This design comes from an exercise in tuning for small area and a short achievable clock period on the open sky130 flow, not from production work. Where RTL was checked, it was by simulation tests only, not by an equivalence proof against the original. No driver is modelled on the clock port, so clock power and skew are understated where the tree is cut down; a real chip needs a root buffer or a tree. Power is estimated from default activity; no workload was simulated.

// elem_combine
module elem_combine (
    input  wire        clk,
    input  wire        rst,         
    input  wire        in_valid,
    input  wire [1:0]  in_op,       
    input  wire [2:0]  in_type,     
    input  wire [31:0] in_a,        
    input  wire [31:0] in_x,        
    output reg         out_valid,
    output reg  [31:0] out_res,
    output reg         out_nan,     
    output reg         out_ovf,     
    output reg         out_bad      
);
    wire i_fp32 = (in_type == 3'd1);
    wire i_bf16 = (in_type == 3'd2);
    wire i_fp16 = (in_type == 3'd3);
    wire i_int8 = (in_type == 3'd4);
    wire i_i32  = (in_type == 3'd5);
    wire i_8    = (in_type == 3'd0) | i_int8;
    wire i_32   = i_fp32 | i_i32;
    wire i_fp   = i_fp32 | i_bf16 | i_fp16;
    wire i_wr  = (in_op == 2'd1);
    wire i_add = (in_op == 2'd2);
    wire i_max = (in_op == 2'd3);
    wire i_ok  = (i_wr & (i_8 | i_32 | i_bf16 | i_fp16)) | (i_add & (i_fp | i_i32)) |
                 (i_max & (i_fp | i_int8 | i_i32));
    function automatic [31:0] unpack;     
        input [31:0] v;
        input        t8, t32, tbf, th;
        begin
            unpack = ({32{t32}} & v) |
                     ({32{tbf}} & {v[15:0], 16'h0}) |
                     ({32{th}}  & {v[15], 3'b000, v[14:0], 13'h0}) |
                     ({32{t8}}  & {v[7:0], 24'h0});
        end
    endfunction
    reg        v0;
    reg [31:0] a0, x0;                        
    reg        ok0, add0, max0, fp0, h0, bf0, i32_0, f8_0, f16_0;
    always @(posedge clk) begin
        if (rst) v0 <= 1'b0;
        else     v0 <= in_valid;
  ...
Size in the first run: roughly 2200 cells after synthesis, about 250 flip-flops, about 110 I/O pins, roughly 18000 um2 of cells after synthesis.
Settings: LEC_CHECK=0, ABC_CLOCK_PERIOD_IN_PS=5500, CAP_MARGIN=20, CORE_MARGIN=2, CORE_UTILIZATION=35, PLACE_DENSITY=0.5, SLEW_MARGIN=20; clock period 25.0 ns.
run.sh (not shown) runs the stock make flow with config.mk's settings and CLKGATE_MAP_FILE= SYNTH_SCRIPT=/design/flow/synth_recipe.tcl, a recipe that flattens the netlist after the stock synthesis.
The starting point finished clean.
Next try:
- ABC_AREA: not set -> 1
- ABC_CLOCK_PERIOD_IN_PS: 5500 -> not set
Via count rose by 3.8%.
Design area fell by 2.8%.
Wire length fell by about 4.5%.
Non-clock buffer count fell by 5.
No run of this note included a check of the RTL's function; only the layout flow was run.

========
run 1:
The RTL this note starts from:
==> flow/design.v <==
module elem_combine (
    input  wire        clk,
    input  wire        rst,         
    input  wire        in_valid,
    input  wire [1:0]  in_op,       
    input  wire [2:0]  in_type,     
    input  wire [31:0] in_a,        
    input  wire [31:0] in_x,        
    output reg         out_valid,
    output reg  [31:0] out_res,
    output reg         out_nan,     
    output reg         out_ovf,     
    output reg         out_bad      
);
    wire i_fp32 = (in_type == 3'd1);
    wire i_bf16 = (in_type == 3'd2);
    wire i_fp16 = (in_type == 3'd3);
    wire i_int8 = (in_type == 3'd4);
    wire i_i32  = (in_type == 3'd5);
    wire i_8    = (in_type == 3'd0) | i_int8;
    wire i_fp   = i_fp32 | i_bf16 | i_fp16;
    wire i_wr   = (in_op == 2'd1);
    wire i_add  = (in_op == 2'd2);
    wire i_max  = (in_op == 2'd3);
    wire i_ok   = (i_wr & (i_8 | i_fp | i_i32)) | (i_add & (i_fp | i_i32)) |
                  (i_max & (i_fp | i_int8 | i_i32));
    reg        v0;
    reg [31:0] ra0, rx0;
    reg        ok0, add0, max0, fp0, h0, bf0, i32_0, f8_0, t_32;
    always @(posedge clk) begin
        if (rst) v0 <= 1'b0;
        else     v0 <= in_valid;
        ra0   <= in_a;
        rx0   <= in_x;
        ok0   <= i_ok;
        add0  <= i_add;
        max0  <= i_max;
        fp0   <= i_fp;
        h0    <= i_fp16;
        bf0   <= i_bf16;
        i32_0 <= i_i32;
        f8_0  <= i_8;
        t_32  <= i_fp32 | i_i32;
    end
    wire f16_0 = bf0 | h0;
    function automatic [31:0] unpack;     
        input [31:0] v;
        input        t8, t32, tbf, th;
        begin
            unpack = ({32{t32}} & v) |
                     ({32{tbf}} & {v[15:0], 16'h0}) |
                     ({32{th}}  & {v[15], 3'b000, v[14:0], 13'h0}) |
                     ({32{t8}}  & {v[7:0], 24'h0});
        end
    endfunction
    wire [31:0] a0 = unpack(ra0, f8_0, t_32, bf0, h0);
    wire [31:0] x0 = unpack(rx0, f8_0, t_32, bf0, h0);
    wire sa = a0[31];
    wire sx = x0[31];
    wire ge;
    ec_add #(31) u_cmp (.a(a0[30:0]), .b(~x0[30:0]), .ci(1'b1), .s(), .co(ge));
    wire max_a = (sa ^ sx) ? sx : ((fp0 & sa) ? ~ge : ge);
    wire iadd  = add0 & i32_0;
    wire sel_a = add0 ? (i32_0 | ge) : (max0 & max_a);
    wire [31:0] L = sel_a ? a0 : x0;
    wire [31:0] S = sel_a ? x0 : a0;
    wire a_emax = h0 ? (&a0[27:23]) : (&a0[30:23]);
    wire x_emax = h0 ? (&x0[27:23]) : (&x0[30:23]);
    wire a_fnz  = |a0[22:0];
    wire x_fnz  = |x0[22:0];
    wire a_nan  = a_emax & a_fnz;
    wire x_nan  = x_emax & x_fnz;
    wire any_inf = (a_emax & ~a_fnz) | (x_emax & ~x_fnz);
    wire add_nan = a_nan | x_nan | (a_emax & x_emax & (sa ^ sx));
    wire r_nan  = ok0 & fp0 & ((add0 & add_nan) | (max0 & (a_nan | x_nan)));
    wire r_fadd = ok0 & fp0 & add0 & ~add_nan & ~any_inf;
    wire [7:0]  itop;
    ec_add #(8) u_itop (.a(a0[31:24]), .b(x0[31:24]), .ci(1'b0), .s(itop), .co());
    wire [31:0] Lr = {iadd ? itop : L[31:24], L[23:0]};
    wire        ha = |a0[30:23];
    wire        hx = |x0[30:23];
    wire [7:0]  ea = {a0[30:24], a0[23] | ~ha};
    wire [7:0]  ex = {x0[30:24], x0[23] | ~hx};
    wire [7:0]  d;
    ec_add #(8) u_d (.a(sel_a ? ea : ex), .b(sel_a ? ~ex : ~ea), .ci(1'b1), .s(d), .co());
    wire [23:0] ms = {iadd ? x0[23] : sel_a ? hx : ha, S[22:0]};
    reg        v1;
    reg [31:0] L1;
    reg [23:0] ms1;
    reg [4:0]  d1;
    reg        big1;
    reg        iadd1, sub1, nan1, bad1, fadd1, h1, bf1, f8_1, f16_1;
    always @(posedge clk) begin
        if (rst) v1 <= 1'b0;
        else     v1 <= v0;
        L1    <= Lr;
        ms1   <= ms;
        d1    <= iadd ? 5'd0 : d[4:0];
        big1  <= ~iadd & (|d[7:5]);
        iadd1 <= iadd;
        sub1  <= ~iadd & (sa ^ sx);
        nan1  <= r_nan;
        bad1  <= ~ok0;
        fadd1 <= r_fadd;
        h1    <= h0;
        bf1   <= bf0;
        f8_1  <= f8_0;
        f16_1 <= f16_0;
    end
    wire [26:0] sh0 = {ms1, 3'b000};
    wire [26:0] sh1 = d1[0] ? {1'b0,  sh0[26:1]} : sh0;
    wire        st1 = d1[0] & sh0[0];
    wire [26:0] sh2 = d1[1] ? {2'b0,  sh1[26:2]} : sh1;
    wire        st2 = st1 | (d1[1] & (|sh1[1:0]));
    wire [26:0] sh3 = d1[2] ? {4'b0,  sh2[26:4]} : sh2;
    wire        st3 = st2 | (d1[2] & (|sh2[3:0]));
    wire [26:0] sh4 = d1[3] ? {8'b0,  sh3[26:8]} : sh3;
    wire        st4 = st3 | (d1[3] & (|sh3[7:0]));
    wire [26:0] sh5 = d1[4] ? {16'b0, sh4[26:16]} : sh4;
    wire        st5 = st4 | (d1[4] & (|sh4[15:0]));
    wire [26:0] als1 = big1 ? {26'b0, |ms1} : {sh5[26:1], sh5[0] | st5};
    wire        hl = |L1[30:23];
    wire [7:0]  el = {L1[30:24], L1[23] | ~hl};
    wire [23:0] ml = {iadd1 ? L1[23] : hl, L1[22:0]};
    wire [27:0] sum;
    ec_add #(27) u_add (.a({ml, 3'b000}), .b(als1 ^ {27{sub1}}), .ci(sub1),
                        .s(sum[26:0]), .co(sum[27]));
    wire        cy = sum[27] & ~sub1;
    wire [7:0]  itop1 = L1[31:24] + 8'd1;
    wire [27:0] s28 = {cy, sum[26:0]};
    reg  [4:0]  lzr;
    integer k;
    always @(*) begin
        lzr = 5'd28;
        for (k = 0; k < 28; k = k + 1)
            if (s28[k]) lzr = 5'd27 - k[4:0];
    end
    wire [4:0]  lz = ((el[7:5] == 3'd0) && (el[4:0] < lzr)) ? el[4:0] : lzr;
    reg        v2;
    reg [31:0] L2;
    reg [4:0]  sumh2;
    wire [27:0] sum2 = {sumh2, L2[22:0]};
    reg [4:0]  lz2;
    reg        nan2, bad2, fadd2, zs2, h2, bf2, f8_2, f16_2;
    always @(posedge clk) begin
        if (rst) v2 <= 1'b0;
        else     v2 <= v1;
        L2    <= fadd1 ? {L1[31:23], sum[22:0]} :
                 iadd1 ? {cy ? itop1 : L1[31:24], sum[26:3]} : L1;
        sumh2 <= {cy, sum[26:23]};
        lz2   <= lz;
        nan2  <= nan1;
        bad2  <= bad1;
        fadd2 <= fadd1;
        zs2   <= L1[31] & ~sub1 & ~(|L1[30:0]);    
        h2    <= h1;
        bf2   <= bf1;
        f8_2  <= f8_1;
        f16_2 <= f16_1;
    end
    wire [7:0]  e2 = {L2[30:24], L2[23] | ~(|L2[30:23])};
    wire        sl = L2[31];
    wire [27:0] n28 = sum2 << lz2;
    wire [26:0] nrm = {n28[27:2], n28[1] | n28[0]};
    wire [8:0]  e_n = {1'b0, e2} + 9'd1 - {4'b0, lz2};
    wire        hid = nrm[26];
    wire        zero_sum = ~(|sum2);
    wire        g_32 = nrm[2],  st_32 = |nrm[1:0],  l_32 = nrm[3];
    wire        g_16 = nrm[15], st_16 = |nrm[14:0], l_16 = nrm[16];
    wire        g_bf = nrm[18], st_bf = |nrm[17:0], l_bf = nrm[19];
    wire        rnd = h2  ? (g_16 & (st_16 | l_16)) :
                      bf2 ? (g_bf & (st_bf | l_bf)) :
                            (g_32 & (st_32 | l_32));
    wire [22:0] frac_t = nrm[25:3];
    wire [22:0] inc = h2  ? {9'h0, rnd, 13'h0} :
                      bf2 ? {6'h0, rnd, 16'h0} : {22'h0, rnd};
    wire [8:0]  ef = {e_n[8:1], e_n[0] & hid};
    wire [31:0] pk;
    ec_add #(32) u_rnd (.a({ef, frac_t}), .b({9'd0, inc}), .ci(1'b0), .s(pk), .co());
    wire        f_ones = h2 ? (&nrm[25:16]) : bf2 ? (&nrm[25:19]) : (&nrm[25:3]);
    wire        e_top  = h2 ? (ef[8:5] == 4'd0) & (&ef[4:1]) : ~ef[8] & (&ef[7:1]);
    wire        e_ge   = h2 ? (|ef[8:5]) | (&ef[4:0]) : ef[8] | (&ef[7:0]);
    wire        ovf    = e_ge | (e_top & ~ef[0] & f_ones & rnd);
    reg [31:0] ru;
    always @(*) begin
        if (bad2)
            ru = 32'h0;
        else if (nan2)
            ru = {1'b0, h2 ? 8'h1F : 8'hFF, 23'h40_0000};
        else if (fadd2) begin
            if (zero_sum)
                ru = {zs2, 31'h0};
            else if (ovf)
                ru = {sl, h2 ? 8'h1F : 8'hFF, 23'h0};
            else
                ru = {sl, pk[30:0]};
        end else
            ru = L2;
    end
    wire [31:0] res = f8_2  ? {24'h0, ru[31:24]} :
                      h2    ? {16'h0, ru[31], ru[27:13]} :
                      f16_2 ? {16'h0, ru[31:16]} : ru;
    wire        r_ovf = fadd2 & ~zero_sum & ovf;
    always @(posedge clk) begin
        if (rst) out_valid <= 1'b0;
        else     out_valid <= v2;
        out_res <= res;
        out_nan <= nan2;
        out_ovf <= r_ovf;
        out_bad <= bad2;
    end
endmodule
module ec_add #(parameter W = 8) (
    input  wire [W-1:0] a,
    input  wire [W-1:0] b,
    input  wire         ci,
    output wire [W-1:0] s,
    output wire         co
);
    reg [W:0] G, P, Gn, Pn;
    integer lv, i, j;
    always @(*) begin
        G = {a & b, ci};
        P = {a ^ b, 1'b0};
        for (lv = 0; (1 << lv) < W + 1; lv = lv + 1) begin
            Gn = G;
            Pn = P;
            for (i = 0; i < W + 1; i = i + 1)
                if ((i >> lv) & 1) begin
                    j = ((i >> lv) << lv) - 1;
                    Gn[i] = G[i] | (P[i] & G[j]);
                    Pn[i] = P[i] & P[j];
                end
            G = Gn;
            P = Pn;
        end
    end
    assign s  = a ^ b ^ G[W-1:0];
    assign co = G[W];
endmodule
clock: 25.0 ns
lec_check: 0
abc_area: 1
cap_margin: 20
core_margin: 2
core_utilization: 60
place_density: 0.7
slew_margin: 20
standard.sh (not shown) runs the stock make flow with config.mk's settings and CLKGATE_MAP_FILE= SYNTH_SCRIPT=/design/flow/synth_recipe.tcl, a recipe that flattens the netlist after the stock synthesis.
==> flow/flow/run.sh <==
#!/bin/bash
# Standard layout (standard.sh) with three changes:
#  - port buffers are buf_1 cells (the resizer upsizes those that need it)
#  - the clock tree is built by flow/mycts.tcl (a balanced two-level tree:
#    clock port -> MYCTS_ROOTS root buffers -> leaf buffers -> flip-flops),
#    sourced through ORFS's PRE_CTS_TCL hook in place of TritonCTS
#  - the resizer's setup repair aims for SETUP_SLACK_MARGIN of slack
set -euo pipefail
W=$PWD
export SETUP_SLACK_MARGIN=19.3
export BUFFER_PORTS_ARGS="-buffer_cell sky130_fd_sc_hd__buf_1"
export PRE_CTS_TCL=$W/flow/mycts.tcl
export MYCTS_PER_LEAF=16
export MYCTS_ROOTS=4
bash standard.sh > standard.log 2>&1
==> flow/flow/mycts.tcl <==
# Two-level clock tree, built by hand before the CTS step (sourced as
# PRE_CTS_TCL): the clock port drives MYCTS_ROOTS root clkbuf_16, which drive K leaf
# clkbuf_16, each driving one geometric cluster (k-means) of the flip-flops.
# Every flip-flop sees the same two buffers, so the tree is balanced; the
# CTS step's own clock_tree_synthesis call is then left out.
proc mycts_build {} {
  set block [ord::get_db_block]
  set db [ord::get_db]
  set master [$db findMaster sky130_fd_sc_hd__clkbuf_16]
  set clknet [$block findNet clk]
  set sinks [$clknet getITerms]
  set n [llength $sinks]
  set xs {}; set ys {}
  foreach it $sinks {
    set bb [[$it getInst] getBBox]
    lappend xs [expr {([$bb xMin] + [$bb xMax]) / 2.0}]
    lappend ys [expr {([$bb yMin] + [$bb yMax]) / 2.0}]
  }
  set K [expr {int(ceil($n / double($::env(MYCTS_PER_LEAF))))}]
  # initial centroids: sinks spread along a serpentine order
  set order [lsort -real -indices $xs]
  set cx {}; set cy {}
  for {set k 0} {$k < $K} {incr k} {
    set i [lindex $order [expr {int(($k + 0.5) * $n / $K)}]]
    lappend cx [lindex $xs $i]; lappend cy [lindex $ys $i]
  }
  set cap [expr {int(ceil(1.15 * $n / $K))}]
  for {set iter 0} {$iter < 30} {incr iter} {
    # capacity-limited assignment: nearest centroid with room, points taken
    # in order of their best distance
    set pref {}
    for {set i 0} {$i < $n} {incr i} {
      set best 1e30
      for {set k 0} {$k < $K} {incr k} {
        set dd [expr {abs([lindex $xs $i] - [lindex $cx $k]) + abs([lindex $ys $i] - [lindex $cy $k])}]
        if {$dd < $best} { set best $dd }
      }
      lappend pref [list $i $best]
    }
    set pref [lsort -real -index 1 $pref]
    set cnt [lrepeat $K 0]
    set asg [lrepeat $n 0]
    foreach p $pref {
      set i [lindex $p 0]
      set best 1e30; set bk 0
      for {set k 0} {$k < $K} {incr k} {
        if {[lindex $cnt $k] >= $cap} continue
        set dd [expr {abs([lindex $xs $i] - [lindex $cx $k]) + abs([lindex $ys $i] - [lindex $cy $k])}]
        if {$dd < $best} { set best $dd; set bk $k }
      }
      lset asg $i $bk
      lset cnt $bk [expr {[lindex $cnt $bk] + 1}]
    }
    set sx [lrepeat $K 0.0]; set sy [lrepeat $K 0.0]
    for {set i 0} {$i < $n} {incr i} {
      set k [lindex $asg $i]
      lset sx $k [expr {[lindex $sx $k] + [lindex $xs $i]}]
      lset sy $k [expr {[lindex $sy $k] + [lindex $ys $i]}]
    }
    for {set k 0} {$k < $K} {incr k} {
      if {[lindex $cnt $k] > 0} {
        lset cx $k [expr {[lindex $sx $k] / [lindex $cnt $k]}]
        lset cy $k [expr {[lindex $sy $k] / [lindex $cnt $k]}]
      }
    }
  }
  # root buffers: the leaf buffers split into R groups by angle around their
  # centre; each group gets a root buffer at its centre, driven by the port
  set R $::env(MYCTS_ROOTS)
  set mx 0.0; set my 0.0
  for {set k 0} {$k < $K} {incr k} { set mx [expr {$mx + [lindex $cx $k]}]; set my [expr {$my + [lindex $cy $k]}] }
  set mx [expr {$mx / $K}]; set my [expr {$my / $K}]
  set ang {}
  for {set k 0} {$k < $K} {incr k} { lappend ang [expr {atan2([lindex $cy $k] - $my, [lindex $cx $k] - $mx)}] }
  set byang [lsort -real -indices $ang]
  set grp [lrepeat $K 0]
  for {set j 0} {$j < $K} {incr j} { lset grp [lindex $byang $j] [expr {$j * $R / $K}] }
  for {set r 0} {$r < $R} {incr r} {
    set gx 0.0; set gy 0.0; set gn 0
    for {set k 0} {$k < $K} {incr k} {
      if {[lindex $grp $k] == $r} { set gx [expr {$gx + [lindex $cx $k]}]; set gy [expr {$gy + [lindex $cy $k]}]; incr gn }
    }
    set root [odb::dbInst_create $block $master clkbuf_root_${r}_clk]
    set rnet [odb::dbNet_create $block clk_root_${r}]
    $rnet setSigType CLOCK
    [$root findITerm A] connect $clknet
    [$root findITerm X] connect $rnet
    $root setLocation [expr {int($gx / $gn)}] [expr {int($gy / $gn)}]
    $root setPlacementStatus PLACED
  }
  for {set k 0} {$k < $K} {incr k} {
    set leaf [odb::dbInst_create $block $master clkbuf_leaf_${k}_clk]
    set lnet [odb::dbNet_create $block clk_leaf_${k}]
    $lnet setSigType CLOCK
    [$leaf findITerm A] connect [$block findNet clk_root_[lindex $grp $k]]
    [$leaf findITerm X] connect $lnet
    $leaf setLocation [expr {int([lindex $cx $k])}] [expr {int([lindex $cy $k])}]
    $leaf setPlacementStatus PLACED
  }
  for {set i 0} {$i < $n} {incr i} {
    set it [lindex $sinks $i]
    set lnet [$block findNet clk_leaf_[lindex $asg $i]]
    $it disconnect
    $it connect $lnet
  }
  puts "mycts: $n sinks, $K leaf buffers, leaf sizes $cnt"
}
mycts_build
proc clock_tree_synthesis {args} {
  puts "mycts: clock tree built by hand; clock_tree_synthesis $args left out"
  set_propagated_clock [all_clocks]
}
Run 1 went all the way through the flow, and no timing, DRC or antenna check failed.
Modified inputs, run 2 compared to run 1
--- a/flow/flow/run.sh
+++ b/flow/flow/run.sh
@@ -8,8 +8,8 @@
 set -euo pipefail
 W=$PWD
-export SETUP_SLACK_MARGIN=19.3
+export SETUP_SLACK_MARGIN=19.2
 export BUFFER_PORTS_ARGS="-buffer_cell sky130_fd_sc_hd__buf_1"
 export PRE_CTS_TCL=$W/flow/mycts.tcl
-export MYCTS_PER_LEAF=16
+export MYCTS_PER_LEAF=22
 export MYCTS_ROOTS=4
 bash standard.sh > standard.log 2>&1
==> summary.txt <==
- The clock period minus worst slack of run 2 was inferior to that of run 1.
- Cmp run 1 and run 2 / multi-input combinational area share / lower: run 1
- Run 1 -> run 2: met1 routed wirelength after detailed routing increased slightly
- In run 2 the sequential portion of the cell area turned out 0.53 points higher than in run 1.
- Delta (run 2 minus run 1): violation count after the first detailed-route iteration went up about 8%; clock skew went down 0.0048 ns.
- Run 2 against run 1: data arrival time of the critical path moved up; final clock period utilization by the worst path up 0.17 points; setup slack of the critical path after layout dropped 0.043 ns; layout overhead on the synthesized area now sits lower; proportion of power drawn by combinational gates up 0.7 points.
> inputs changed (run 2 -> run 3)
--- a/flow/flow/run.sh
+++ b/flow/flow/run.sh
@@ -8,5 +8,5 @@
 set -euo pipefail
 W=$PWD
-export SETUP_SLACK_MARGIN=19.2
+export SETUP_SLACK_MARGIN=19.3
 export BUFFER_PORTS_ARGS="-buffer_cell sky130_fd_sc_hd__buf_1"
 export PRE_CTS_TCL=$W/flow/mycts.tcl
==> comparison <==
Run 3 went all the way through the flow, and no timing, DRC or antenna check failed. Power per standard cell area: run 3 vs run 2, no meaningful difference. Run 3 against run 2: final total power increased by 2.5% relative to the old numbers; first-pass GRT wire length closely matched the old numbers; sequential share of layout area decreased by 0.52 points relative to the old numbers. Of the two values seen for launch point of the critical path, out_res[26] was produced by run 3 and out_valid by run 2. Final area on run 3 is behind run 2. The hold slack of run 2 and that of run 3 are within noise of each other. When the final numbers for run 2 and run 3 were put side by side, the combinational fraction of design power turned out to be smaller in run 2.
Inputs modified between run 3 and run 4:
--- a/flow/flow/run.sh
+++ b/flow/flow/run.sh
@@ -8,8 +8,8 @@
 set -euo pipefail
 W=$PWD
-export SETUP_SLACK_MARGIN=19.3
+export SETUP_SLACK_MARGIN=19.2
 export BUFFER_PORTS_ARGS="-buffer_cell sky130_fd_sc_hd__buf_1"
 export PRE_CTS_TCL=$W/flow/mycts.tcl
-export MYCTS_PER_LEAF=22
+export MYCTS_PER_LEAF=18
 export MYCTS_ROOTS=4
 bash standard.sh > standard.log 2>&1
--- a/flow/config.mk
+++ b/flow/config.mk
@@ -10,4 +10,5 @@
 export CORE_MARGIN = 2
 export CORE_UTILIZATION = 60
+export GPL_TIMING_DRIVEN = 1
 export PLACE_DENSITY = 0.7
 export SLEW_MARGIN = 20
==> comparison <==
- The sequential share of layout area of run 4 exceeds that of run 3 by 0.38 points.
- Higher clock group total power goes to run 4 over run 3.
- Final instance area in run 4 vs run 3: down 1.9%
- Between run 3 and run 4, the wire length of the first global-routing pass figures differ only marginally.
- Run 4: transition time of the tightest slew-check pin 0.0084 ns below run 3
- Of run 4 and run 3, it is run 4 that has the higher final critical path time including I/O delays and setup.
- The register-to-register slack of run 3 and that of run 4 are within noise of each other.
No run of this note takes its clock network from TritonCTS; it comes from the design's own scripts or RTL.

[what the ideal ports hide]
In the flow no input, the clock included, has a driving cell. The finished layouts below were timed again as built, in two steps. Step 1 sets driving cells, clkbuf_16 on the clock port and buf_2 on the other inputs (assumed; they add their load-dependent delay and slew). Step 2 moves the port delays by t, midway between the first and last clock arrival at a register: inputs arrive t later, outputs are due t later. That takes back most of the time a late clock gives input paths. Slacks: ideal ports / drivers / drivers and shift; pairs: ideal ports / drivers.
run | t, ns | setup WS [ns] | worst register clock-pin slew, ns | pins driven straight from the clock port
the first run of note 1 | 0.625 | 18.032 / 18.065 / 17.440 | 0.07 / 0.07 | 1
the second run of note 1 | 0.630 | 18.065 / 18.097 / 17.467 | 0.07 / 0.07 | 1
run 1 | 0.394 | 19.261 / 19.160 / 19.383 | 0.07 / 0.07 | 4
run 2 | 0.402 | 19.219 / 19.110 / 19.412 | 0.09 / 0.09 | 4
run 3 | 0.406 | 19.233 / 19.121 / 19.378 | 0.09 / 0.09 | 4
run 4 | 0.399 | 19.225 / 19.121 / 19.391 | 0.08 / 0.08 | 4
After both steps setup and hold are still met in every run listed. For the second run of note 1, which loses most, drivers alone change the setup slack by +0.032 ns; drivers and shift together by -0.598 ns.
